This design comes from an exercise in tuning for small area and a short achievable clock period on the open sky130 flow, not from production work.
RTL that was checked went through simulation tests only; none was proved equivalent to the original.
Only the layout flow was run in run 2; the RTL was not checked for function there.

--- flow/design.v ---
module noc_flit_rx (
    input  wire         clk,
    input  wire         rst,           
    input  wire         in_valid,
    input  wire         in_head,       
    input  wire [255:0] in_flit,
    input  wire [9:0]   in_chk,
    output wire         out_valid,
    output wire         out_head,
    output wire [255:0] out_flit,
    output wire [9:0]   out_chk,
    output wire         out_poison,
    output reg  [31:0]  err_ce,        
    output reg  [31:0]  err_ue         
);
    reg         v_r;           
    reg         h_r;
    reg [255:0] d_r;           
    reg [9:0]   e_r;           
    reg [9:0]   c_r;           
    reg         discarding;    
    reg         ce_inc, ue_inc;
    wire [9:0] syn = e_r ^ c_r;
    reg [31:0] sl, sh;
    integer k;
    always @* begin
        for (k = 0; k < 32; k = k + 1) begin
            sl[k] = (syn[4:0] == k);
            sh[k] = (syn[9:5] == k);
        end
    end
    wire [255:0] flip;
    wire [3:0] wt = syn[0] + syn[1] + syn[2] + syn[3] + syn[4]
                  + syn[5] + syn[6] + syn[7] + syn[8] + syn[9];
    wire data_corr = (wt == 4'd3) || (wt == 4'd5 && syn <= 10'b1000110011);
    wire chk_corr  = (wt == 4'd1);
    wire correctable   = data_corr || chk_corr;
    wire uncorrectable = (wt != 4'd0) && !correctable;
    wire drop = h_r ? uncorrectable : discarding;
    assign out_valid  = v_r && !drop;
    assign out_head   = h_r;
    assign out_flit   = d_r ^ flip;
    assign out_chk    = data_corr ? c_r : e_r;
    assign out_poison = !h_r && uncorrectable;
    wire [9:0] enc_in;
    wire x1 = in_flit[30] ^ in_flit[45];
    wire x2 = in_flit[50] ^ in_flit[66];
    wire x3 = in_flit[71] ^ in_flit[77];
    wire x4 = in_flit[94] ^ in_flit[99];
    wire x5 = in_flit[105] ^ in_flit[112];
    wire x6 = in_flit[241] ^ x1;
    wire x7 = x2 ^ x3;
    wire x8 = x4 ^ x5;
    wire x9 = x6 ^ x7;
    wire x10 = x8 ^ x9;
    wire x11 = in_flit[31] ^ in_flit[46];
    wire x12 = in_flit[51] ^ in_flit[67];
    wire x13 = in_flit[72] ^ in_flit[78];
    wire x14 = in_flit[95] ^ in_flit[100];
    wire x15 = in_flit[106] ^ in_flit[113];
    wire x16 = in_flit[242] ^ x11;
    wire x17 = x12 ^ x13;
    wire x18 = x14 ^ x15;
    wire x19 = x16 ^ x17;
    wire x20 = x18 ^ x19;
    wire x21 = in_flit[10] ^ in_flit[20];
    wire x22 = in_flit[35] ^ in_flit[56];
    wire x23 = in_flit[84] ^ in_flit[166];
    wire x24 = in_flit[201] ^ in_flit[221];
    wire x25 = in_flit[231] ^ x21;
    wire x26 = x22 ^ x23;
    wire x27 = x24 ^ x25;
    wire x28 = x26 ^ x27;
    wire x29 = in_flit[32] ^ in_flit[47];
    wire x30 = in_flit[52] ^ in_flit[68];
    wire x31 = in_flit[73] ^ in_flit[79];
    wire x32 = in_flit[96] ^ in_flit[101];
    wire x33 = in_flit[107] ^ in_flit[114];
    wire x34 = in_flit[243] ^ x29;
    wire x35 = x30 ^ x31;
    wire x36 = x32 ^ x33;
    wire x37 = x34 ^ x35;
    wire x38 = x36 ^ x37;
    wire x39 = in_flit[11] ^ in_flit[21];
    wire x40 = in_flit[36] ^ in_flit[57];
    wire x41 = in_flit[85] ^ in_flit[167];
    wire x42 = in_flit[202] ^ in_flit[222];
    wire x43 = in_flit[232] ^ x39;
    wire x44 = x40 ^ x41;
    wire x45 = x42 ^ x43;
    wire x46 = x44 ^ x45;
    wire x47 = in_flit[12] ^ in_flit[22];
    wire x48 = in_flit[37] ^ in_flit[58];
    wire x49 = in_flit[86] ^ in_flit[168];
    wire x50 = in_flit[203] ^ in_flit[223];
    wire x51 = in_flit[233] ^ x47;
    wire x52 = x48 ^ x49;
    wire x53 = x50 ^ x51;
    wire x54 = x52 ^ x53;
    wire x55 = in_flit[0] ^ in_flit[131];
    wire x56 = in_flit[146] ^ in_flit[156];
    wire x57 = in_flit[181] ^ in_flit[191];
    wire x58 = in_flit[211] ^ in_flit[251];
    wire x59 = x55 ^ x56;
    wire x60 = x57 ^ x58;
    wire x61 = x59 ^ x60;
    wire x62 = in_flit[33] ^ in_flit[48];
    wire x63 = in_flit[53] ^ in_flit[69];
    wire x64 = in_flit[74] ^ in_flit[80];
    wire x65 = in_flit[97] ^ in_flit[102];
    wire x66 = in_flit[108] ^ in_flit[115];
    wire x67 = in_flit[244] ^ x62;
    wire x68 = x63 ^ x64;
    wire x69 = x65 ^ x66;
    wire x70 = x67 ^ x68;
    wire x71 = x69 ^ x70;
    wire x72 = in_flit[13] ^ in_flit[23];
    wire x73 = in_flit[38] ^ in_flit[59];
    wire x74 = in_flit[87] ^ in_flit[169];
    wire x75 = in_flit[204] ^ in_flit[224];
    wire x76 = in_flit[234] ^ x72;
    wire x77 = x73 ^ x74;
    wire x78 = x75 ^ x76;
    wire x79 = x77 ^ x78;
    wire x80 = in_flit[14] ^ in_flit[24];
    wire x81 = in_flit[39] ^ in_flit[60];
    wire x82 = in_flit[88] ^ in_flit[170];
    wire x83 = in_flit[205] ^ in_flit[225];
    wire x84 = in_flit[235] ^ x80;
    wire x85 = x81 ^ x82;
    wire x86 = x83 ^ x84;
    wire x87 = x85 ^ x86;
    wire x88 = in_flit[1] ^ in_flit[132];
    wire x89 = in_flit[147] ^ in_flit[157];
    wire x90 = in_flit[182] ^ in_flit[192];
    wire x91 = in_flit[212] ^ in_flit[252];
    wire x92 = x88 ^ x89;
    wire x93 = x90 ^ x91;
    wire x94 = x92 ^ x93;
    wire x95 = in_flit[15] ^ in_flit[25];
    wire x96 = in_flit[40] ^ in_flit[61];
    wire x97 = in_flit[89] ^ in_flit[171];
    wire x98 = in_flit[206] ^ in_flit[226];
    wire x99 = in_flit[236] ^ x95;
    wire x100 = x96 ^ x97;
    wire x101 = x98 ^ x99;
    wire x102 = x100 ^ x101;
    wire x103 = in_flit[2] ^ in_flit[133];
    wire x104 = in_flit[148] ^ in_flit[158];
    wire x105 = in_flit[183] ^ in_flit[193];
    wire x106 = in_flit[213] ^ in_flit[253];
    wire x107 = x103 ^ x104;
    wire x108 = x105 ^ x106;
    wire x109 = x107 ^ x108;
    wire x110 = in_flit[3] ^ in_flit[134];
    wire x111 = in_flit[149] ^ in_flit[159];
    wire x112 = in_flit[184] ^ in_flit[194];
    wire x113 = in_flit[214] ^ in_flit[254];
    wire x114 = x110 ^ x111;
    wire x115 = x112 ^ x113;
    wire x116 = x114 ^ x115;
    wire x117 = in_flit[121] ^ in_flit[126];
    wire x118 = in_flit[141] ^ in_flit[176];
    wire x119 = in_flit[246] ^ x117;
    wire x120 = x118 ^ x119;
    wire x121 = in_flit[34] ^ in_flit[49];
    wire x122 = in_flit[54] ^ in_flit[70];
    wire x123 = in_flit[75] ^ in_flit[81];
    wire x124 = in_flit[98] ^ in_flit[103];
    wire x125 = in_flit[109] ^ in_flit[116];
    wire x126 = in_flit[245] ^ x121;
    wire x127 = x122 ^ x123;
    wire x128 = x124 ^ x125;
    wire x129 = x126 ^ x127;
    wire x130 = x128 ^ x129;
    wire x131 = in_flit[16] ^ in_flit[26];
    wire x132 = in_flit[41] ^ in_flit[62];
    wire x133 = in_flit[90] ^ in_flit[172];
    wire x134 = in_flit[207] ^ in_flit[227];
    wire x135 = in_flit[237] ^ x131;
    wire x136 = x132 ^ x133;
    wire x137 = x134 ^ x135;
    wire x138 = x136 ^ x137;
    wire x139 = in_flit[17] ^ in_flit[27];
    wire x140 = in_flit[42] ^ in_flit[63];
    wire x141 = in_flit[91] ^ in_flit[173];
    wire x142 = in_flit[208] ^ in_flit[228];
    wire x143 = in_flit[238] ^ x139;
    wire x144 = x140 ^ x141;
    wire x145 = x142 ^ x143;
    wire x146 = x144 ^ x145;
    wire x147 = in_flit[4] ^ in_flit[135];
    wire x148 = in_flit[150] ^ in_flit[160];
    wire x149 = in_flit[185] ^ in_flit[195];
    wire x150 = in_flit[215] ^ in_flit[255];
    wire x151 = x147 ^ x148;
    wire x152 = x149 ^ x150;
    wire x153 = x151 ^ x152;
    wire x154 = in_flit[18] ^ in_flit[28];
    wire x155 = in_flit[43] ^ in_flit[64];
    wire x156 = in_flit[92] ^ in_flit[174];
    wire x157 = in_flit[209] ^ in_flit[229];
    wire x158 = in_flit[239] ^ x154;
    wire x159 = x155 ^ x156;
    wire x160 = x157 ^ x158;
    wire x161 = x159 ^ x160;
    wire x162 = in_flit[5] ^ in_flit[136];
    wire x163 = in_flit[151] ^ in_flit[161];
    wire x164 = in_flit[186] ^ in_flit[196];
    wire x165 = in_flit[216] ^ x162;
    wire x166 = x163 ^ x164;
    wire x167 = x165 ^ x166;
    wire x168 = in_flit[6] ^ in_flit[137];
    wire x169 = in_flit[152] ^ in_flit[162];
    wire x170 = in_flit[187] ^ in_flit[197];
    wire x171 = in_flit[217] ^ x168;
    wire x172 = x169 ^ x170;
    wire x173 = x171 ^ x172;
    wire x174 = in_flit[122] ^ in_flit[127];
    wire x175 = in_flit[142] ^ in_flit[177];
    wire x176 = in_flit[247] ^ x174;
    wire x177 = x175 ^ x176;
    wire x178 = in_flit[19] ^ in_flit[29];
    wire x179 = in_flit[44] ^ in_flit[65];
    wire x180 = in_flit[93] ^ in_flit[175];
    wire x181 = in_flit[210] ^ in_flit[230];
    wire x182 = in_flit[240] ^ x178;
    wire x183 = x179 ^ x180;
    wire x184 = x181 ^ x182;
    wire x185 = x183 ^ x184;
    wire x186 = in_flit[7] ^ in_flit[138];
    wire x187 = in_flit[153] ^ in_flit[163];
    wire x188 = in_flit[188] ^ in_flit[198];
    wire x189 = in_flit[218] ^ x186;
    wire x190 = x187 ^ x188;
    wire x191 = x189 ^ x190;
    wire x192 = in_flit[8] ^ in_flit[139];
    wire x193 = in_flit[154] ^ in_flit[164];
    wire x194 = in_flit[189] ^ in_flit[199];
    wire x195 = in_flit[219] ^ x192;
    wire x196 = x193 ^ x194;
    wire x197 = x195 ^ x196;
    wire x198 = in_flit[123] ^ in_flit[128];
    wire x199 = in_flit[143] ^ in_flit[178];
    wire x200 = in_flit[248] ^ x198;
    wire x201 = x199 ^ x200;
    wire x202 = in_flit[9] ^ in_flit[140];
    wire x203 = in_flit[155] ^ in_flit[165];
    wire x204 = in_flit[190] ^ in_flit[200];
    wire x205 = in_flit[220] ^ x202;
    wire x206 = x203 ^ x204;
    wire x207 = x205 ^ x206;
    wire x208 = in_flit[124] ^ in_flit[129];
    wire x209 = in_flit[144] ^ in_flit[179];
    wire x210 = in_flit[249] ^ x208;
    wire x211 = x209 ^ x210;
    wire x212 = in_flit[125] ^ in_flit[130];
    wire x213 = in_flit[145] ^ in_flit[180];
    wire x214 = in_flit[250] ^ x212;
    wire x215 = x213 ^ x214;
    wire x216 = x120 ^ in_flit[120];
    wire x217 = x61 ^ x177;
    wire x218 = x94 ^ x201;
    wire x219 = x109 ^ x211;
    wire x220 = x216 ^ x217;
    wire x221 = x116 ^ x215;
    wire x222 = x28 ^ x153;
    wire x223 = x46 ^ x167;
    wire x224 = x79 ^ x191;
    wire x225 = x218 ^ x219;
    wire x226 = x220 ^ x222;
    wire x227 = x224 ^ x225;
    wire x228 = x54 ^ x173;
    wire x229 = x87 ^ x197;
    wire x230 = x221 ^ x228;
    wire x231 = x102 ^ x207;
    wire x232 = x10 ^ x138;
    wire x233 = x223 ^ x232;
    wire x234 = x226 ^ x227;
    wire x235 = x233 ^ x234;
    wire x236 = x20 ^ x146;
    wire x237 = x218 ^ x229;
    wire x238 = x236 ^ x226;
    wire x239 = x230 ^ x237;
    wire x240 = x238 ^ x239;
    wire x241 = x38 ^ x161;
    wire x242 = x219 ^ x220;
    wire x243 = x223 ^ x231;
    wire x244 = x241 ^ x230;
    wire x245 = x242 ^ x243;
    wire x246 = x244 ^ x245;
    wire x247 = x71 ^ x185;
    wire x248 = x216 ^ x221;
    wire x249 = x229 ^ x231;
    wire x250 = x247 ^ x248;
    wire x251 = x227 ^ x249;
    wire x252 = x250 ^ x251;
    wire x253 = in_flit[120] ^ x153;
    wire x254 = x167 ^ x173;
    wire x255 = x177 ^ x191;
    wire x256 = x197 ^ x201;
    wire x257 = x207 ^ x211;
    wire x258 = x215 ^ x130;
    wire x259 = x138 ^ x146;
    wire x260 = x161 ^ x185;
    wire x261 = x253 ^ x254;
    wire x262 = x255 ^ x256;
    wire x263 = x257 ^ x258;
    wire x264 = x259 ^ x260;
    wire x265 = x261 ^ x262;
    wire x266 = x263 ^ x264;
    wire x267 = x265 ^ x266;
    wire x268 = in_flit[10] ^ in_flit[11];
    wire x269 = in_flit[12] ^ in_flit[13];
    wire x270 = in_flit[14] ^ in_flit[15];
    wire x271 = in_flit[16] ^ in_flit[17];
    wire x272 = in_flit[18] ^ in_flit[19];
    wire x273 = in_flit[121] ^ in_flit[122];
    wire x274 = in_flit[123] ^ in_flit[124];
    wire x275 = in_flit[125] ^ x268;
    wire x276 = x269 ^ x270;
    wire x277 = x271 ^ x272;
    wire x278 = x273 ^ x274;
    wire x279 = x275 ^ x276;
    wire x280 = x277 ^ x278;
    wire x281 = x279 ^ x280;
    wire x282 = in_flit[20] ^ in_flit[21];
    wire x283 = in_flit[22] ^ in_flit[23];
    wire x284 = in_flit[24] ^ in_flit[25];
    wire x285 = in_flit[26] ^ in_flit[27];
    wire x286 = in_flit[28] ^ in_flit[29];
    wire x287 = in_flit[126] ^ in_flit[127];
    wire x288 = in_flit[128] ^ in_flit[129];
    wire x289 = in_flit[130] ^ x282;
    wire x290 = x283 ^ x284;
    wire x291 = x285 ^ x286;
    wire x292 = x287 ^ x288;
    wire x293 = x289 ^ x290;
    wire x294 = x291 ^ x292;
    wire x295 = x293 ^ x294;
    wire x296 = in_flit[30] ^ in_flit[31];
    wire x297 = in_flit[32] ^ in_flit[33];
    wire x298 = in_flit[34] ^ in_flit[131];
    wire x299 = in_flit[132] ^ in_flit[133];
    wire x300 = in_flit[134] ^ in_flit[135];
    wire x301 = in_flit[136] ^ in_flit[137];
    wire x302 = in_flit[138] ^ in_flit[139];
    wire x303 = in_flit[140] ^ x296;
    wire x304 = x297 ^ x298;
    wire x305 = x299 ^ x300;
    wire x306 = x301 ^ x302;
    wire x307 = x303 ^ x304;
    wire x308 = x305 ^ x306;
    wire x309 = x307 ^ x308;
    wire x310 = in_flit[35] ^ in_flit[36];
    wire x311 = in_flit[37] ^ in_flit[38];
    wire x312 = in_flit[39] ^ in_flit[40];
    wire x313 = in_flit[41] ^ in_flit[42];
    wire x314 = in_flit[43] ^ in_flit[44];
    wire x315 = in_flit[141] ^ in_flit[142];
    wire x316 = in_flit[143] ^ in_flit[144];
    wire x317 = in_flit[145] ^ x310;
    wire x318 = x311 ^ x312;
    wire x319 = x313 ^ x314;
    wire x320 = x315 ^ x316;
    wire x321 = x317 ^ x318;
    wire x322 = x319 ^ x320;
    wire x323 = x321 ^ x322;
    wire x324 = in_flit[45] ^ in_flit[46];
    wire x325 = in_flit[47] ^ in_flit[48];
    wire x326 = in_flit[49] ^ in_flit[146];
    wire x327 = in_flit[147] ^ in_flit[148];
    wire x328 = in_flit[149] ^ in_flit[150];
    wire x329 = in_flit[151] ^ in_flit[152];
    wire x330 = in_flit[153] ^ in_flit[154];
    wire x331 = in_flit[155] ^ x324;
    wire x332 = x325 ^ x326;
    wire x333 = x327 ^ x328;
    wire x334 = x329 ^ x330;
    wire x335 = x331 ^ x332;
    wire x336 = x333 ^ x334;
    wire x337 = x335 ^ x336;
    wire x338 = in_flit[50] ^ in_flit[51];
    wire x339 = in_flit[52] ^ in_flit[53];
    wire x340 = in_flit[54] ^ in_flit[156];
    wire x341 = in_flit[157] ^ in_flit[158];
    wire x342 = in_flit[159] ^ in_flit[160];
    wire x343 = in_flit[161] ^ in_flit[162];
    wire x344 = in_flit[163] ^ in_flit[164];
    wire x345 = in_flit[165] ^ x338;
    wire x346 = x339 ^ x340;
    wire x347 = x341 ^ x342;
    wire x348 = x343 ^ x344;
    wire x349 = x345 ^ x346;
    wire x350 = x347 ^ x348;
    wire x351 = x349 ^ x350;
    wire x352 = in_flit[55] ^ in_flit[166];
    wire x353 = in_flit[167] ^ in_flit[168];
    wire x354 = in_flit[169] ^ in_flit[170];
    wire x355 = in_flit[171] ^ in_flit[172];
    wire x356 = in_flit[173] ^ in_flit[174];
    wire x357 = in_flit[175] ^ x352;
    wire x358 = x353 ^ x354;
    wire x359 = x355 ^ x356;
    wire x360 = x357 ^ x358;
    wire x361 = x359 ^ x360;
    wire x362 = in_flit[56] ^ in_flit[57];
    wire x363 = in_flit[58] ^ in_flit[59];
    wire x364 = in_flit[60] ^ in_flit[61];
    wire x365 = in_flit[62] ^ in_flit[63];
    wire x366 = in_flit[64] ^ in_flit[65];
    wire x367 = in_flit[176] ^ in_flit[177];
    wire x368 = in_flit[178] ^ in_flit[179];
    wire x369 = in_flit[180] ^ x362;
    wire x370 = x363 ^ x364;
    wire x371 = x365 ^ x366;
    wire x372 = x367 ^ x368;
    wire x373 = x369 ^ x370;
    wire x374 = x371 ^ x372;
    wire x375 = x373 ^ x374;
    wire x376 = in_flit[66] ^ in_flit[67];
    wire x377 = in_flit[68] ^ in_flit[69];
    wire x378 = in_flit[70] ^ in_flit[181];
    wire x379 = in_flit[182] ^ in_flit[183];
    wire x380 = in_flit[184] ^ in_flit[185];
    wire x381 = in_flit[186] ^ in_flit[187];
    wire x382 = in_flit[188] ^ in_flit[189];
    wire x383 = in_flit[190] ^ x376;
    wire x384 = x377 ^ x378;
    wire x385 = x379 ^ x380;
    wire x386 = x381 ^ x382;
    wire x387 = x383 ^ x384;
    wire x388 = x385 ^ x386;
    wire x389 = x387 ^ x388;
    wire x390 = in_flit[71] ^ in_flit[72];
    wire x391 = in_flit[73] ^ in_flit[74];
    wire x392 = in_flit[75] ^ in_flit[191];
    wire x393 = in_flit[192] ^ in_flit[193];
    wire x394 = in_flit[194] ^ in_flit[195];
    wire x395 = in_flit[196] ^ in_flit[197];
    wire x396 = in_flit[198] ^ in_flit[199];
    wire x397 = in_flit[200] ^ x390;
    wire x398 = x391 ^ x392;
    wire x399 = x393 ^ x394;
    wire x400 = x395 ^ x396;
    wire x401 = x397 ^ x398;
    wire x402 = x399 ^ x400;
    wire x403 = x401 ^ x402;
    wire x404 = in_flit[76] ^ in_flit[201];
    wire x405 = in_flit[202] ^ in_flit[203];
    wire x406 = in_flit[204] ^ in_flit[205];
    wire x407 = in_flit[206] ^ in_flit[207];
    wire x408 = in_flit[208] ^ in_flit[209];
    wire x409 = in_flit[210] ^ x404;
    wire x410 = x405 ^ x406;
    wire x411 = x407 ^ x408;
    wire x412 = x409 ^ x410;
    wire x413 = x411 ^ x412;
    wire x414 = in_flit[77] ^ in_flit[78];
    wire x415 = in_flit[79] ^ in_flit[80];
    wire x416 = in_flit[81] ^ in_flit[211];
    wire x417 = in_flit[212] ^ in_flit[213];
    wire x418 = in_flit[214] ^ in_flit[215];
    wire x419 = in_flit[216] ^ in_flit[217];
    wire x420 = in_flit[218] ^ in_flit[219];
    wire x421 = in_flit[220] ^ x414;
    wire x422 = x415 ^ x416;
    wire x423 = x417 ^ x418;
    wire x424 = x419 ^ x420;
    wire x425 = x421 ^ x422;
    wire x426 = x423 ^ x424;
    wire x427 = x425 ^ x426;
    wire x428 = in_flit[82] ^ in_flit[221];
    wire x429 = in_flit[222] ^ in_flit[223];
    wire x430 = in_flit[224] ^ in_flit[225];
    wire x431 = in_flit[226] ^ in_flit[227];
    wire x432 = in_flit[228] ^ in_flit[229];
    wire x433 = in_flit[230] ^ x428;
    wire x434 = x429 ^ x430;
    wire x435 = x431 ^ x432;
    wire x436 = x433 ^ x434;
    wire x437 = x435 ^ x436;
    wire x438 = in_flit[83] ^ in_flit[231];
    wire x439 = in_flit[232] ^ in_flit[233];
    wire x440 = in_flit[234] ^ in_flit[235];
    wire x441 = in_flit[236] ^ in_flit[237];
    wire x442 = in_flit[238] ^ in_flit[239];
    wire x443 = in_flit[240] ^ x438;
    wire x444 = x439 ^ x440;
    wire x445 = x441 ^ x442;
    wire x446 = x443 ^ x444;
    wire x447 = x445 ^ x446;
    wire x448 = in_flit[241] ^ in_flit[242];
    wire x449 = in_flit[243] ^ in_flit[244];
    wire x450 = in_flit[245] ^ x448;
    wire x451 = x449 ^ x450;
    wire x452 = in_flit[84] ^ in_flit[85];
    wire x453 = in_flit[86] ^ in_flit[87];
    wire x454 = in_flit[88] ^ in_flit[89];
    wire x455 = in_flit[90] ^ in_flit[91];
    wire x456 = in_flit[92] ^ in_flit[93];
    wire x457 = in_flit[246] ^ in_flit[247];
    wire x458 = in_flit[248] ^ in_flit[249];
    wire x459 = in_flit[250] ^ x452;
    wire x460 = x453 ^ x454;
    wire x461 = x455 ^ x456;
    wire x462 = x457 ^ x458;
    wire x463 = x459 ^ x460;
    wire x464 = x461 ^ x462;
    wire x465 = x463 ^ x464;
    wire x466 = in_flit[94] ^ in_flit[95];
    wire x467 = in_flit[96] ^ in_flit[97];
    wire x468 = in_flit[98] ^ in_flit[251];
    wire x469 = in_flit[252] ^ in_flit[253];
    wire x470 = in_flit[254] ^ in_flit[255];
    wire x471 = x466 ^ x467;
    wire x472 = x468 ^ x469;
    wire x473 = x470 ^ x471;
    wire x474 = x472 ^ x473;
    wire x475 = in_flit[99] ^ in_flit[100];
    wire x476 = in_flit[101] ^ in_flit[102];
    wire x477 = in_flit[103] ^ x475;
    wire x478 = x476 ^ x477;
    wire x479 = in_flit[105] ^ in_flit[106];
    wire x480 = in_flit[107] ^ in_flit[108];
    wire x481 = in_flit[109] ^ x479;
    wire x482 = x480 ^ x481;
    wire x483 = in_flit[112] ^ in_flit[113];
    wire x484 = in_flit[114] ^ in_flit[115];
    wire x485 = in_flit[116] ^ x483;
    wire x486 = x484 ^ x485;
    wire x487 = x361 ^ x451;
    wire x488 = x309 ^ x413;
    wire x489 = x337 ^ x437;
    wire x490 = x389 ^ in_flit[117];
    wire x491 = x474 ^ in_flit[104];
    wire x492 = in_flit[110] ^ x487;
    wire x493 = x489 ^ x492;
    wire x494 = x351 ^ x447;
    wire x495 = x403 ^ in_flit[118];
    wire x496 = x478 ^ in_flit[111];
    wire x497 = x427 ^ in_flit[119];
    wire x498 = x281 ^ x488;
    wire x499 = x490 ^ x491;
    wire x500 = x498 ^ x499;
    wire x501 = x493 ^ x500;
    wire x502 = in_flit[104] ^ x295;
    wire x503 = x496 ^ x494;
    wire x504 = x495 ^ x487;
    wire x505 = x488 ^ x502;
    wire x506 = x503 ^ x504;
    wire x507 = x505 ^ x506;
    wire x508 = in_flit[111] ^ x482;
    wire x509 = x323 ^ x508;
    wire x510 = x494 ^ x497;
    wire x511 = x509 ^ x510;
    wire x512 = x493 ^ x511;
    wire x513 = x451 ^ x486;
    wire x514 = x375 ^ x413;
    wire x515 = x437 ^ x447;
    wire x516 = x513 ^ x495;
    wire x517 = x497 ^ x490;
    wire x518 = x514 ^ x515;
    wire x519 = x516 ^ x517;
    wire x520 = x518 ^ x519;
    wire x521 = in_flit[110] ^ in_flit[117];
    wire x522 = in_flit[118] ^ in_flit[119];
    wire x523 = x521 ^ x522;
    wire x524 = x523 ^ x482;
    wire x525 = x486 ^ x496;
    wire x526 = x465 ^ x524;
    wire x527 = x491 ^ x525;
    wire x528 = x526 ^ x527;
    assign enc_in[0] = x235;
    assign enc_in[1] = x240;
    assign enc_in[2] = x246;
    assign enc_in[3] = x252;
    assign enc_in[4] = x267;
    assign enc_in[5] = x501;
    assign enc_in[6] = x507;
    assign enc_in[7] = x512;
    assign enc_in[8] = x520;
    assign enc_in[9] = x528;
    assign flip[0] = sl[7] & sh[0];
    assign flip[1] = sl[11] & sh[0];
    assign flip[2] = sl[13] & sh[0];
    assign flip[3] = sl[14] & sh[0];
    assign flip[4] = sl[19] & sh[0];
    assign flip[5] = sl[21] & sh[0];
    assign flip[6] = sl[22] & sh[0];
    assign flip[7] = sl[25] & sh[0];
    assign flip[8] = sl[26] & sh[0];
    assign flip[9] = sl[28] & sh[0];
    assign flip[10] = sl[3] & sh[1];
    assign flip[11] = sl[5] & sh[1];
    assign flip[12] = sl[6] & sh[1];
    assign flip[13] = sl[9] & sh[1];
    assign flip[14] = sl[10] & sh[1];
    assign flip[15] = sl[12] & sh[1];
    assign flip[16] = sl[17] & sh[1];
    assign flip[17] = sl[18] & sh[1];
    assign flip[18] = sl[20] & sh[1];
    assign flip[19] = sl[24] & sh[1];
    assign flip[20] = sl[3] & sh[2];
    assign flip[21] = sl[5] & sh[2];
    assign flip[22] = sl[6] & sh[2];
    assign flip[23] = sl[9] & sh[2];
    assign flip[24] = sl[10] & sh[2];
    assign flip[25] = sl[12] & sh[2];
    assign flip[26] = sl[17] & sh[2];
    assign flip[27] = sl[18] & sh[2];
    assign flip[28] = sl[20] & sh[2];
    assign flip[29] = sl[24] & sh[2];
    assign flip[30] = sl[1] & sh[3];
    assign flip[31] = sl[2] & sh[3];
    assign flip[32] = sl[4] & sh[3];
    assign flip[33] = sl[8] & sh[3];
    assign flip[34] = sl[16] & sh[3];
    assign flip[35] = sl[3] & sh[4];
    assign flip[36] = sl[5] & sh[4];
    assign flip[37] = sl[6] & sh[4];
    assign flip[38] = sl[9] & sh[4];
    assign flip[39] = sl[10] & sh[4];
    assign flip[40] = sl[12] & sh[4];
    assign flip[41] = sl[17] & sh[4];
    assign flip[42] = sl[18] & sh[4];
    assign flip[43] = sl[20] & sh[4];
    assign flip[44] = sl[24] & sh[4];
    assign flip[45] = sl[1] & sh[5];
    assign flip[46] = sl[2] & sh[5];
    assign flip[47] = sl[4] & sh[5];
    assign flip[48] = sl[8] & sh[5];
    assign flip[49] = sl[16] & sh[5];
    assign flip[50] = sl[1] & sh[6];
    assign flip[51] = sl[2] & sh[6];
    assign flip[52] = sl[4] & sh[6];
    assign flip[53] = sl[8] & sh[6];
    assign flip[54] = sl[16] & sh[6];
    assign flip[55] = sl[0] & sh[7];
    assign flip[56] = sl[3] & sh[8];
    assign flip[57] = sl[5] & sh[8];
    assign flip[58] = sl[6] & sh[8];
    assign flip[59] = sl[9] & sh[8];
    assign flip[60] = sl[10] & sh[8];
    assign flip[61] = sl[12] & sh[8];
    assign flip[62] = sl[17] & sh[8];
    assign flip[63] = sl[18] & sh[8];
    assign flip[64] = sl[20] & sh[8];
    assign flip[65] = sl[24] & sh[8];
    assign flip[66] = sl[1] & sh[9];
    assign flip[67] = sl[2] & sh[9];
    assign flip[68] = sl[4] & sh[9];
    assign flip[69] = sl[8] & sh[9];
    assign flip[70] = sl[16] & sh[9];
    assign flip[71] = sl[1] & sh[10];
    assign flip[72] = sl[2] & sh[10];
    assign flip[73] = sl[4] & sh[10];
    assign flip[74] = sl[8] & sh[10];
    assign flip[75] = sl[16] & sh[10];
    assign flip[76] = sl[0] & sh[11];
    assign flip[77] = sl[1] & sh[12];
    assign flip[78] = sl[2] & sh[12];
    assign flip[79] = sl[4] & sh[12];
    assign flip[80] = sl[8] & sh[12];
    assign flip[81] = sl[16] & sh[12];
    assign flip[82] = sl[0] & sh[13];
    assign flip[83] = sl[0] & sh[14];
    assign flip[84] = sl[3] & sh[16];
    assign flip[85] = sl[5] & sh[16];
    assign flip[86] = sl[6] & sh[16];
    assign flip[87] = sl[9] & sh[16];
    assign flip[88] = sl[10] & sh[16];
    assign flip[89] = sl[12] & sh[16];
    assign flip[90] = sl[17] & sh[16];
    assign flip[91] = sl[18] & sh[16];
    assign flip[92] = sl[20] & sh[16];
    assign flip[93] = sl[24] & sh[16];
    assign flip[94] = sl[1] & sh[17];
    assign flip[95] = sl[2] & sh[17];
    assign flip[96] = sl[4] & sh[17];
    assign flip[97] = sl[8] & sh[17];
    assign flip[98] = sl[16] & sh[17];
    assign flip[99] = sl[1] & sh[18];
    assign flip[100] = sl[2] & sh[18];
    assign flip[101] = sl[4] & sh[18];
    assign flip[102] = sl[8] & sh[18];
    assign flip[103] = sl[16] & sh[18];
    assign flip[104] = sl[0] & sh[19];
    assign flip[105] = sl[1] & sh[20];
    assign flip[106] = sl[2] & sh[20];
    assign flip[107] = sl[4] & sh[20];
    assign flip[108] = sl[8] & sh[20];
    assign flip[109] = sl[16] & sh[20];
    assign flip[110] = sl[0] & sh[21];
    assign flip[111] = sl[0] & sh[22];
    assign flip[112] = sl[1] & sh[24];
    assign flip[113] = sl[2] & sh[24];
    assign flip[114] = sl[4] & sh[24];
    assign flip[115] = sl[8] & sh[24];
    assign flip[116] = sl[16] & sh[24];
    assign flip[117] = sl[0] & sh[25];
    assign flip[118] = sl[0] & sh[26];
    assign flip[119] = sl[0] & sh[28];
    assign flip[120] = sl[31] & sh[0];
    assign flip[121] = sl[15] & sh[1];
    assign flip[122] = sl[23] & sh[1];
    assign flip[123] = sl[27] & sh[1];
    assign flip[124] = sl[29] & sh[1];
    assign flip[125] = sl[30] & sh[1];
    assign flip[126] = sl[15] & sh[2];
    assign flip[127] = sl[23] & sh[2];
    assign flip[128] = sl[27] & sh[2];
    assign flip[129] = sl[29] & sh[2];
    assign flip[130] = sl[30] & sh[2];
    assign flip[131] = sl[7] & sh[3];
    assign flip[132] = sl[11] & sh[3];
    assign flip[133] = sl[13] & sh[3];
    assign flip[134] = sl[14] & sh[3];
    assign flip[135] = sl[19] & sh[3];
    assign flip[136] = sl[21] & sh[3];
    assign flip[137] = sl[22] & sh[3];
    assign flip[138] = sl[25] & sh[3];
    assign flip[139] = sl[26] & sh[3];
    assign flip[140] = sl[28] & sh[3];
    assign flip[141] = sl[15] & sh[4];
    assign flip[142] = sl[23] & sh[4];
    assign flip[143] = sl[27] & sh[4];
    assign flip[144] = sl[29] & sh[4];
    assign flip[145] = sl[30] & sh[4];
    assign flip[146] = sl[7] & sh[5];
    assign flip[147] = sl[11] & sh[5];
    assign flip[148] = sl[13] & sh[5];
    assign flip[149] = sl[14] & sh[5];
    assign flip[150] = sl[19] & sh[5];
    assign flip[151] = sl[21] & sh[5];
    assign flip[152] = sl[22] & sh[5];
    assign flip[153] = sl[25] & sh[5];
    assign flip[154] = sl[26] & sh[5];
    assign flip[155] = sl[28] & sh[5];
    assign flip[156] = sl[7] & sh[6];
    assign flip[157] = sl[11] & sh[6];
    assign flip[158] = sl[13] & sh[6];
    assign flip[159] = sl[14] & sh[6];
    assign flip[160] = sl[19] & sh[6];
    assign flip[161] = sl[21] & sh[6];
    assign flip[162] = sl[22] & sh[6];
    assign flip[163] = sl[25] & sh[6];
    assign flip[164] = sl[26] & sh[6];
    assign flip[165] = sl[28] & sh[6];
    assign flip[166] = sl[3] & sh[7];
    assign flip[167] = sl[5] & sh[7];
    assign flip[168] = sl[6] & sh[7];
    assign flip[169] = sl[9] & sh[7];
    assign flip[170] = sl[10] & sh[7];
    assign flip[171] = sl[12] & sh[7];
    assign flip[172] = sl[17] & sh[7];
    assign flip[173] = sl[18] & sh[7];
    assign flip[174] = sl[20] & sh[7];
    assign flip[175] = sl[24] & sh[7];
    assign flip[176] = sl[15] & sh[8];
    assign flip[177] = sl[23] & sh[8];
    assign flip[178] = sl[27] & sh[8];
    assign flip[179] = sl[29] & sh[8];
    assign flip[180] = sl[30] & sh[8];
    assign flip[181] = sl[7] & sh[9];
    assign flip[182] = sl[11] & sh[9];
    assign flip[183] = sl[13] & sh[9];
    assign flip[184] = sl[14] & sh[9];
    assign flip[185] = sl[19] & sh[9];
    assign flip[186] = sl[21] & sh[9];
    assign flip[187] = sl[22] & sh[9];
    assign flip[188] = sl[25] & sh[9];
    assign flip[189] = sl[26] & sh[9];
    assign flip[190] = sl[28] & sh[9];
    assign flip[191] = sl[7] & sh[10];
    assign flip[192] = sl[11] & sh[10];
    assign flip[193] = sl[13] & sh[10];
    assign flip[194] = sl[14] & sh[10];
    assign flip[195] = sl[19] & sh[10];
    assign flip[196] = sl[21] & sh[10];
    assign flip[197] = sl[22] & sh[10];
    assign flip[198] = sl[25] & sh[10];
    assign flip[199] = sl[26] & sh[10];
    assign flip[200] = sl[28] & sh[10];
    assign flip[201] = sl[3] & sh[11];
    assign flip[202] = sl[5] & sh[11];
    assign flip[203] = sl[6] & sh[11];
    assign flip[204] = sl[9] & sh[11];
    assign flip[205] = sl[10] & sh[11];
    assign flip[206] = sl[12] & sh[11];
    assign flip[207] = sl[17] & sh[11];
    assign flip[208] = sl[18] & sh[11];
    assign flip[209] = sl[20] & sh[11];
    assign flip[210] = sl[24] & sh[11];
    assign flip[211] = sl[7] & sh[12];
    assign flip[212] = sl[11] & sh[12];
    assign flip[213] = sl[13] & sh[12];
    assign flip[214] = sl[14] & sh[12];
    assign flip[215] = sl[19] & sh[12];
    assign flip[216] = sl[21] & sh[12];
    assign flip[217] = sl[22] & sh[12];
    assign flip[218] = sl[25] & sh[12];
    assign flip[219] = sl[26] & sh[12];
    assign flip[220] = sl[28] & sh[12];
    assign flip[221] = sl[3] & sh[13];
    assign flip[222] = sl[5] & sh[13];
    assign flip[223] = sl[6] & sh[13];
    assign flip[224] = sl[9] & sh[13];
    assign flip[225] = sl[10] & sh[13];
    assign flip[226] = sl[12] & sh[13];
    assign flip[227] = sl[17] & sh[13];
    assign flip[228] = sl[18] & sh[13];
    assign flip[229] = sl[20] & sh[13];
    assign flip[230] = sl[24] & sh[13];
    assign flip[231] = sl[3] & sh[14];
    assign flip[232] = sl[5] & sh[14];
    assign flip[233] = sl[6] & sh[14];
    assign flip[234] = sl[9] & sh[14];
    assign flip[235] = sl[10] & sh[14];
    assign flip[236] = sl[12] & sh[14];
    assign flip[237] = sl[17] & sh[14];
    assign flip[238] = sl[18] & sh[14];
    assign flip[239] = sl[20] & sh[14];
    assign flip[240] = sl[24] & sh[14];
    assign flip[241] = sl[1] & sh[15];
    assign flip[242] = sl[2] & sh[15];
    assign flip[243] = sl[4] & sh[15];
    assign flip[244] = sl[8] & sh[15];
    assign flip[245] = sl[16] & sh[15];
    assign flip[246] = sl[15] & sh[16];
    assign flip[247] = sl[23] & sh[16];
    assign flip[248] = sl[27] & sh[16];
    assign flip[249] = sl[29] & sh[16];
    assign flip[250] = sl[30] & sh[16];
    assign flip[251] = sl[7] & sh[17];
    assign flip[252] = sl[11] & sh[17];
    assign flip[253] = sl[13] & sh[17];
    assign flip[254] = sl[14] & sh[17];
    assign flip[255] = sl[19] & sh[17];
    always @(posedge clk) begin
        if (rst) begin
            v_r        <= 1'b0;
            discarding <= 1'b0;
            ce_inc     <= 1'b0;
            ue_inc     <= 1'b0;
            err_ce     <= 32'd0;
            err_ue     <= 32'd0;
        end else begin
            v_r <= in_valid;
            if (v_r && h_r)
                discarding <= uncorrectable;
            ce_inc <= v_r && !drop && correctable;
            ue_inc <= v_r && h_r && uncorrectable;
            err_ce <= err_ce + ce_inc;
            err_ue <= err_ue + ue_inc;
        end
    end
    always @(posedge clk) begin
        h_r <= in_head;
        d_r <= in_flit;
        e_r <= enc_in;
        c_r <= in_chk;
    end
endmodule
--- flow/run.sh ---
#!/bin/bash
# synth_recipe.tcl (not shown) runs the flow's synth.tcl, then flattens the netlist and writes it again
# the make line also repeats each setting of config.mk as NAME=value (left out here)
make -C /OpenROAD-flow-scripts/flow DESIGN_CONFIG=/design/flow/config.mk WORK_HOME=/design/flow/orfs CLKGATE_MAP_FILE= SYNTH_SCRIPT=/design/flow/synth_recipe.tcl finish
--- flow/config.mk ---
export PLATFORM = sky130hd
export DESIGN_NAME = noc_flit_rx
export DESIGN_NICKNAME = noc_flit_rx
export VERILOG_FILES = /design/flow/design.v
export SDC_FILE = /design/flow/constraint.sdc
export NUM_CORES = 4
export LEC_CHECK = 0
export ABC_CLOCK_PERIOD_IN_PS = 7000
export CAP_MARGIN = 20
export CORE_MARGIN = 2
export CORE_UTILIZATION = 30
export SETUP_SLACK_MARGIN = 0.2
export SLEW_MARGIN = 20
--- flow/constraint.sdc ---
create_clock -name core_clock -period 9.0 [get_ports {clk}]
set_input_delay 1.8000 -clock core_clock [delete_from_list [all_inputs] [get_ports {clk}]]
set_output_delay 1.8000 -clock core_clock [all_outputs]
set_load 0.01 [all_outputs]
==> results.txt, run 1 <==
area enclosed by the die boundary=60500 µm²; hold_ws=around 0.50 ns; cell count after synthesis=1758; shortest period the worst path allows=7.75 ns; quantity of hold-fixing buffers added after cts=0; gr ovfl total=0; Max clock buf depth=3; slack of the critical path=around 1.2 ns; Post-CTS Setup Bufs=0; Cells after DPL=around 3000; global-route met1 utilization=just under 30%; clk_skew=roughly 0.011 ns; Antenna Nets Post-Route=0; net count of the mapped netlist=between 2000 and 2500; register area share after synthesis=39.3%; maxcap violations=0; cell area after synthesis=~18000 µm²; most utilized layer in the global route result=met2; wire length of the first global-routing pass=between 100 and 150 mm; largest driver fanout on the critical path=10; count of fill cells added during filler insertion=around 5500; floorplan die width=about 250 µm; type of element capturing the critical path=output pin; number of global-route vias before repair=around 15000; layout cells sized above 1=between 3 and 4%; global-route met3 utilization=5.11%; drt wl/cell=roughly 24 µm; largest incremental delay on the critical path=0.61 ns; sum of routed wire length over all layers=~75 mm; slowest cell on the critical path=sky130_fd_sc_hd__and2_1; vias after detailed routing=around 14000; result of the run=timing/DRC/antenna clean; root cell of the clock tree=sky130_fd_sc_hd__clkbuf_16; Hold Crit Class=reg2reg; TritonCTS buffer count=42; startpoint types=register; final core utilization=between 40 and 50%; arrival time at the worst endpoint=about 6.0 ns; final worst path period share=around 86%; post-placement setup slack=approximately 1.9 ns; share of async-settable or async-resettable flops after synthesis=0%; worst-path cell chain=xnor2_1, inv_1, fa_1, inv_1, fa_1, fa_1, inv_1, ha_1, inv_1, fa_1, o21ai_0, a21o_1, o22ai_1, and2_1, mux2_1, clkdlybuf4s50_1; # setup viols final=0; Fmax=between 0.1 and 0.15 GHz; CTS HTree Levels=2; post-layout instance area=25900 µm²; # rows=88; Slew @ Worst Pin=roughly 1.2 ns; number of clock sinks=between 300 and 400; remaining max-slew budget at the tightest pin=22.6%; Routability Congestion=0.920; number of standard cells in the final layout excluding fillers=between 3000 and 4000; starting density of the core=30.4%; TritonRoute pass-1 iters=5; routed via count divided by cell count=around 4.5; half-perimeter wire length after placement=roughly 61 mm; Die Ht=246 µm; final slew viol count=0; global-route met2 utilization=42.3%; clock tree from TritonCTS=yes; DRC Markers=0; area of the core=between 50000 and 60000 µm²; total number of yosys warnings=1; Placed Instance Area=24400 µm²; FF+latch count, synth=between 300 and 400; number of hold violations in the final report=0; antenna violations before repair=8; all-layer global routing usage=roughly a quarter; count of different cell masters after synthesis=42; required time of the worst setup path=between 7 and 8 ns; # port buffers=about 600; unrepaired setup endpoints after global routing=false; largest net degree at the start of global routing=40; post-cts sizing count=0; CP Class=reg2out; Skew-Pair Late Insertion Delay=0.56 ns; Main synth FF type=sky130_fd_sc_hd__dfxtp_1; IO Count=~600; average footprint of a synthesized cell=between 9 and 10 µm²; final net count=roughly 2700; area growth from synthesis to layout=47.3%; Iteration-0 DRC Markers=760; sum of negative setup slack=0 ns; clock transition at the registers of the reported paths=0.06 ns; number of enable-type register cells in the synthesized netlist=0
## sequential cells by signal (all words and copies together) (netlist names)
name	flops
d_r	256
err_ce	32
err_ue	32
c_r	10
e_r	10
ce_inc	1
discarding	1
h_r	1
ue_inc	1
v_r	1
## path summary, 6_finish.rpt
| path | cells after the start | endpoint | slack, ns | start |
|---|---|---|---|---|
| setup / recovery | 16 | out_chk[0] | 1.25 | c_r[1] |
| hold / removal | 2 | err_ue[31] | 0.50 | err_ue[31] |
| setup reg to reg | 15 | discarding | 4.70 | c_r[1] |
| hold reg to reg | 2 | err_ue[31] | 0.50 | err_ue[31] |
## kinds of logic (layout without fill, tap and decap cells)
| kind of cell | after synthesis | after routing | synth area share (%) |
|---|---|---|---|
| AO/OA/AOI/OAI | 30 | 30 | 0.955 |
| XOR/XNOR | 791 | 791 | 44.0 |
| adder cells (fa/ha/maj) | 16 | 16 | 1.40 |
| buffers and inverters | 64 | 706 | 1.37 |
| flip-flops | 345 | 345 | 39.3 |
| multiplexers | 12 | 12 | 0.762 |
| other | 0 | 7 | 0 |
| AND/OR/NAND/NOR | 500 | 500 | 12.2 |
## worst max-delay path, delay by kind of cell, from the launching register on
kind            cells  cell delay (ns)
mux                 1             0.40
buf+inv             5             0.96
flops               1             0.31
simple gates        1             0.61
fa+ha+maj           5             2.25
compound gates      3             0.42
xor+xnor            1             0.40
## final cells by class
type | instances | area (µm²) | share of cell area (%)
diodes | 7 | 17.5 | 0.0677
clock buffers | 69 | 1360 | 5.24
clock inverters | 7 | 62.6 | 0.242
inverters | 24 | 90.1 | 0.348
multi-input cells | 1349 | 10400 | 40.3
flip-flops and latches | 345 | 6910 | 26.7
well taps | 765 | 957 | 3.70
repair buffers | 606 | 6060 | 23.4
## cells in the mapped netlist (10+ instances only)
| library cell | n | share of area, % |
|---|---|---|
| sky130_fd_sc_hd__nand4_1 | 14 | 0.50 |
| sky130_fd_sc_hd__xnor3_1 | 52 | 6.7 |
| sky130_fd_sc_hd__nor2_1 | 316 | 6.8 |
| sky130_fd_sc_hd__xor2_1 | 349 | 17 |
| sky130_fd_sc_hd__mux2_1 | 10 | 0.64 |
| sky130_fd_sc_hd__ha_1 | 10 | 0.71 |
| sky130_fd_sc_hd__nor3_1 | 13 | 0.37 |
| sky130_fd_sc_hd__nand2_1 | 54 | 1.2 |
| sky130_fd_sc_hd__clkbuf_1 | 39 | 0.83 |
| sky130_fd_sc_hd__xnor2_1 | 381 | 19 |
| sky130_fd_sc_hd__nand3_1 | 57 | 1.6 |
| sky130_fd_sc_hd__dfxtp_1 | 345 | 39 |
| sky130_fd_sc_hd__inv_1 | 20 | 0.43 |
| sky130_fd_sc_hd__or3_1 | 11 | 0.39 |
| sky130_fd_sc_hd__a21oi_1 | 12 | 0.34 |
## per-layer routing
layer  routed length (µm)  share of wire (%)
met2                37300                 50
met5                   13              0.017
met3                 4620                6.2
met4                 1720                2.3
met1                31400                 42
## cell usage in the layout (no fill, tap or decap), types with 2 or more instances in the layout
master,instances
sky130_fd_sc_hd__or2_1,2
sky130_fd_sc_hd__or4_1,2
sky130_fd_sc_hd__nor3_1,13
sky130_fd_sc_hd__and3_1,7
sky130_fd_sc_hd__inv_1,20
sky130_fd_sc_hd__xnor2_1,381
sky130_fd_sc_hd__and2_1,5
sky130_fd_sc_hd__nor2_1,316
sky130_fd_sc_hd__xor2_1,348
sky130_fd_sc_hd__ha_1,10
sky130_fd_sc_hd__diode_2,7
sky130_fd_sc_hd__clkbuf_16,45
sky130_fd_sc_hd__clkdlybuf4s50_1,601
sky130_fd_sc_hd__xnor3_2,2
sky130_fd_sc_hd__dfxtp_1,345
sky130_fd_sc_hd__clkbuf_1,10
sky130_fd_sc_hd__or3_1,11
sky130_fd_sc_hd__xnor3_1,52
sky130_fd_sc_hd__xnor2_2,6
sky130_fd_sc_hd__clkbuf_8,14
sky130_fd_sc_hd__fa_1,6
sky130_fd_sc_hd__and4_1,6
sky130_fd_sc_hd__buf_4,3
sky130_fd_sc_hd__mux2_1,10
sky130_fd_sc_hd__clkinv_2,5
sky130_fd_sc_hd__inv_2,4
sky130_fd_sc_hd__o21ai_1,4
sky130_fd_sc_hd__nand2_1,54
sky130_fd_sc_hd__o21ai_0,7
sky130_fd_sc_hd__nor4_1,4
sky130_fd_sc_hd__nand3_1,57
sky130_fd_sc_hd__a21oi_1,12
sky130_fd_sc_hd__nand4_1,14
sky130_fd_sc_hd__nor2b_1,6
==> inputs of run 2 (changes only) <==
==> flow/design.v (replaced) <==
module noc_flit_rx (
    input  wire         clk,
    input  wire         rst,           
    input  wire         in_valid,
    input  wire         in_head,       
    input  wire [255:0] in_flit,
    input  wire [9:0]   in_chk,
    output reg          out_valid,
    output reg          out_head,
    output reg  [255:0] out_flit,
    output reg  [9:0]   out_chk,
    output reg          out_poison,
    output reg  [31:0]  err_ce,        
    output reg  [31:0]  err_ue         
);
    localparam [2559:0] HCOL = 2560'h8ce2e8b62b89e1e8761b85e0f7c1e8791e2785d8751d2745cc729c9719c570db86d1b26c5ac6a9a9699a568d9c669996599564d8e6358b61d785d1725c56c5a9695996558d5c569595595554d4e5354b51d3c4e9394d9354cd2e4b52b49d1e4751b45d0f3e0f43c8f13b0ea3a4e6394e3370da364d6354d3338cd32cc72f0ba2e4b62d4b32b8ad2aca72789d26c9723c7c1e8791d8751cc6e1b46b19c5e1745b15c4f0f83d0ec370bc1fe0340c8310c2304c0b01b02a0a4288a1282a06609424891242906308a22488a218621484a118320a8260681603701a06418861182605605414851142505304a1244892146114449114310a4250641503380d0320c4308c12c0a8290a228498250922448c228892188520c701a0641886116054148511304a12446114430e0340c8310b02a0a426094230701a06416054130380d02c07;
    function [9:0] secded_encode(input [255:0] d);
        integer j;
        begin
            secded_encode = 10'd0;
            for (j = 0; j < 256; j = j + 1)
                secded_encode = secded_encode ^ ({10{d[j]}} & HCOL[10*j +: 10]);
        end
    endfunction
    wire [9:0] syndrome = secded_encode(in_flit) ^ in_chk;
    reg [265:0] flip;
    integer k;
    always @* begin
        for (k = 0; k < 256; k = k + 1)
            flip[k] = (syndrome == HCOL[10*k +: 10]);
        for (k = 0; k < 10; k = k + 1)
            flip[256 + k] = (syndrome == (10'd1 << k));
    end
    wire correctable   = |flip;
    wire uncorrectable = (syndrome != 10'd0) && !correctable;
    wire [255:0] corr_flit = in_flit ^ flip[255:0];
    reg discarding;
    wire drop = in_valid && (in_head ? uncorrectable : discarding);
    always @(posedge clk) begin
        if (rst) begin
            discarding <= 1'b0;
            out_valid  <= 1'b0;
            err_ce     <= 32'd0;
            err_ue     <= 32'd0;
        end else begin
            if (in_valid && in_head)
                discarding <= uncorrectable;
            out_valid <= in_valid && !drop;
            if (in_valid && !drop && correctable)
                err_ce <= err_ce + 32'd1;
            if (in_valid && in_head && uncorrectable)
                err_ue <= err_ue + 32'd1;
        end
    end
    always @(posedge clk) begin
        out_head   <= in_head;
        out_flit   <= corr_flit;
        out_chk    <= secded_encode(corr_flit);
        out_poison <= !in_head && uncorrectable;
    end
endmodule
==> results.txt, run 2 <==
starting density of the core=30.3% (-0.10 points); layout cells sized above 1=26.2% (+23 points); Max clock buf depth=3 (unchanged); number of enable-type register cells in the synthesized netlist=0 (unchanged); # port buffers=602 (unchanged); unrepaired setup endpoints after global routing=false; Post-Synth Adder-Cell Area=0.0935% (-1.3 points); cell count after synthesis=2882 (+64%); number of flip-flops in the largest register=256 (unchanged); clock transition at the registers of the reported paths=0.06 ns (about the same); TritonCTS buffer count=39 (-7.1%); largest net degree at the start of global routing=67 (+68%); maxcap violations=0 (unchanged); routed via count divided by cell count=5.38 (+20%); Post-CTS Setup Bufs=0 (unchanged); IO Count=603 (unchanged); count of fill cells added during filler insertion=8563 (+55%); vias after detailed routing=30400 (+110%); clock tree from TritonCTS=yes; share of synthesized area spent on multiplexers=0.271% (-0.49 points); FF+latch count, synth=334 (-3.2%); final slew viol count=0 (unchanged); total number of yosys warnings=1 (unchanged); count of different cell masters after synthesis=70 (+67%); Cells after DPL=5573 (+80%); share of async-settable or async-resettable flops after synthesis=0% (unchanged); antenna violations before repair=9 (+1); startpoint types=input port; most frequent cell after synthesis=sky130_fd_sc_hd__xnor2_1; cell area after synthesis=26800 µm² (+52%); Routability Congestion=1.12 (+22%); area growth from synthesis to layout=63.6%; largest family of logic cells by synthesized area=XOR/XNOR gates; Skew-Pair Late Insertion Delay=0.57 ns (about the same); CP Class=in2reg; Synth top cells by count=sky130_fd_sc_hd__xnor2_1, sky130_fd_sc_hd__dfxtp_1, sky130_fd_sc_hd__inv_1, sky130_fd_sc_hd__nor3_1, sky130_fd_sc_hd__xor2_1; Main synth FF type=sky130_fd_sc_hd__dfxtp_1; share of the synthesized area in the top cell type=30.8% (-8.5 points); area of the core=88400 µm² (+53%); quantity of hold-fixing buffers added after cts=0 (unchanged); number of hold violations in the final report=0 (unchanged); remaining max-slew budget at the tightest pin=21.7% (-0.88 points); net count of the mapped netlist=3154 (+54%); arrival time at the worst endpoint=9.28 ns (+3.33 ns); compound-gate portion of the synthesized area=6.27% (+5.3 points); Die Ht=303 µm (+23%); sum of routed wire length over all layers=198 mm (+160%); CTS HTree Levels=2 (unchanged); gr ovfl total=0 (unchanged); TritonRoute pass-1 iters=7 (+2); biggest area contributors in the synthesized netlist=sky130_fd_sc_hd__xnor2_1, sky130_fd_sc_hd__dfxtp_1, sky130_fd_sc_hd__xnor3_1; largest driver fanout on the critical path=10 (unchanged); wire length of the first global-routing pass=255 mm (+140%); number of standard cells in the final layout excluding fillers=5646 (+78%); post-cts sizing count=0 (unchanged); clk_skew=0.00769 ns (-0.00374 ns); register containing the most flip-flops in the final layout=out_flit; all-layer global routing usage=41.7% (+18 points); number of global-route vias before repair=28900 (+96%); DRC Markers=0 (unchanged); leading area contributor after synthesis=sky130_fd_sc_hd__xnor2_1; Slew @ Worst Pin=1.16 ns (+0.00632 ns); result of the run=timing/DRC/antenna clean; most common cell after layout, fill and taps aside=sky130_fd_sc_hd__buf_4; register area share after synthesis=25.0% (-14 points); post-synthesis simple-gate area fraction=12.8% (+0.64 points); type of element capturing the critical path=register; # rows=109 (+24%); top flop regs=out_flit (256), err_ce (32), err_ue (32); final worst path period share=98.0% (+12 points); drt wl/cell=35.0 µm (+48%); number of clock sinks=334 (-3.2%); final core utilization=49.5% (+4.8 points); Antenna Nets Post-Route=0 (unchanged); hold_ws=0.496 ns (-0.00660 ns); # setup viols final=0 (unchanged); average footprint of a synthesized cell=9.29 µm² (-7.1%); shortest period the worst path allows=8.82 ns (+1.06 ns); final net count=4722 (+78%); root cell of the clock tree=sky130_fd_sc_hd__clkbuf_16; leading cell types in the layout, fill and taps excluded=sky130_fd_sc_hd__buf_4, sky130_fd_sc_hd__xnor2_1, sky130_fd_sc_hd__clkdlybuf4s50_1; area enclosed by the die boundary=91600 µm² (+51%); Hold Crit Class=reg2reg; area share of xor/xnor cells in the synthesized design=50.3% (+6.2 points); floorplan die width=303 µm (+23%); required time of the worst setup path=9.47 ns (+2.27 ns); half-perimeter wire length after placement=172 mm (+180%); Iteration-0 DRC Markers=4410 (+480%); Fmax=0.113 GHz (-12%)
[run 2: cell types whose count changed after synthesis, moves of 25 or more]
cell	before	now
sky130_fd_sc_hd__or4_1	2	64
sky130_fd_sc_hd__xnor2_1	381	941
sky130_fd_sc_hd__o31ai_1	0	62
sky130_fd_sc_hd__clkbuf_1	39	110
sky130_fd_sc_hd__inv_1	20	210
sky130_fd_sc_hd__nand4_1	14	58
sky130_fd_sc_hd__nor4_1	4	68
sky130_fd_sc_hd__nor2_1	316	76
sky130_fd_sc_hd__a21oi_1	12	80
sky130_fd_sc_hd__nor3_1	13	204
sky130_fd_sc_hd__xnor3_1	52	146
sky130_fd_sc_hd__nand2_1	54	89
sky130_fd_sc_hd__xor2_1	349	178
sky130_fd_sc_hd__buf_1	1	26
[run 2: metrics by stage]
step	setup TNS [ns]	setup slack, ns	cell area (µm²)
final	0	0.184	43800
after global routing	0	0.279	43800
after CTS	0	0.536	43700
after detailed placement	-0.0639	-0.0362	42500
after global placement	-0.376	-0.216	42500
after floorplan	0	1.90	26800
[run 2: cell families after synthesis]
| logic type | after synthesis |
|---|---|
| AND/OR/NAND/NOR | 640 |
| AO/OA/AOI/OAI | 253 |
| adder cells (fa/ha/maj) | 2 |
| flip-flops | 334 |
| multiplexers | 7 |
| XOR/XNOR | 1280 |
| buffers and inverters | 366 |
[run 2: layout make-up]
type	instances	area [µm²]	area share [%]
multi-input cells	2182	18700	42.8
inverters	210	788	1.80
well taps	1165	1460	3.33
clock buffers	55	1130	2.58
repair buffers	1683	14800	33.8
clock inverters	12	144	0.329
flip-flops and latches	334	6690	15.3
diodes	5	12.5	0.0286
[run 2: worst paths after layout]
check	startpoint	end	slack, ns	cells after the start
setup / recovery	in_flit[215]	out_chk[4]	0.18	18
hold / removal	err_ue[11]	err_ue[11]	0.50	2
setup reg to reg	err_ce[3]	err_ce[31]	5.24	15
hold reg to reg	err_ue[11]	err_ue[11]	0.50	2
[run 2: critical path: stages]
cell and delay, ns:
sky130_fd_sc_hd__clkdlybuf4s50_1 0.89, sky130_fd_sc_hd__xor2_1 0.21, sky130_fd_sc_hd__buf_4 0.21, sky130_fd_sc_hd__xnor3_1 0.57, sky130_fd_sc_hd__xnor3_1 0.53, sky130_fd_sc_hd__xnor3_1 0.27
sky130_fd_sc_hd__xor3_2 0.51, sky130_fd_sc_hd__xor2_4 0.47, sky130_fd_sc_hd__nand2_1 0.32, sky130_fd_sc_hd__buf_4 0.22, sky130_fd_sc_hd__or4_1 0.57, sky130_fd_sc_hd__xnor2_1 0.68
sky130_fd_sc_hd__xor3_1 0.46, sky130_fd_sc_hd__xnor2_1 0.19, sky130_fd_sc_hd__xnor2_1 0.31, sky130_fd_sc_hd__xnor3_1 0.47, sky130_fd_sc_hd__xor2_1 0.23, sky130_fd_sc_hd__xnor3_1 0.33
[run 2: layer usage]
layer | track usage (%) | up-vias | wire, µm
li1 | - | 12800 | -
met1 | 54.9 | 14700 | 78200
met2 | 61.4 | 2332 | 82400
met3 | 11.8 | 516 | 24000
met4 | 22.4 | 6 | 12900
met5 | 0 | - | 35

==> what the ideal ports hide <==
No port has a modelled driver above. Below, the same layouts with a new extraction and two added sets of constraints.
Step 1: set_driving_cell puts a clkbuf_16 on clk and a buf_2 on each other input, an assumption about the parent block.
Step 2 times the ports against the registers' clock, not the clock port: input delays grow and output delays shrink by t, the midpoint of the rising clock arrivals with the driver on.
Slacks: ideal ports / drivers / drivers and shift; pairs: ideal ports / drivers.
run	shift t [ns]	setup WS [ns]	worst setup path after step 2	clock arrival spread, ns
run 1	0.616	1.248 / 1.194 / 1.810	register to output	0.022 / 0.022
run 2	0.649	0.184 / 0.217 / -0.433	input to register	0.044 / 0.045
Met with ideal ports but missed after step 2: setup timing in run 2. The setup slack of run 2, which loses most, moves by +0.033 ns with the drivers and by -0.617 ns with both steps.
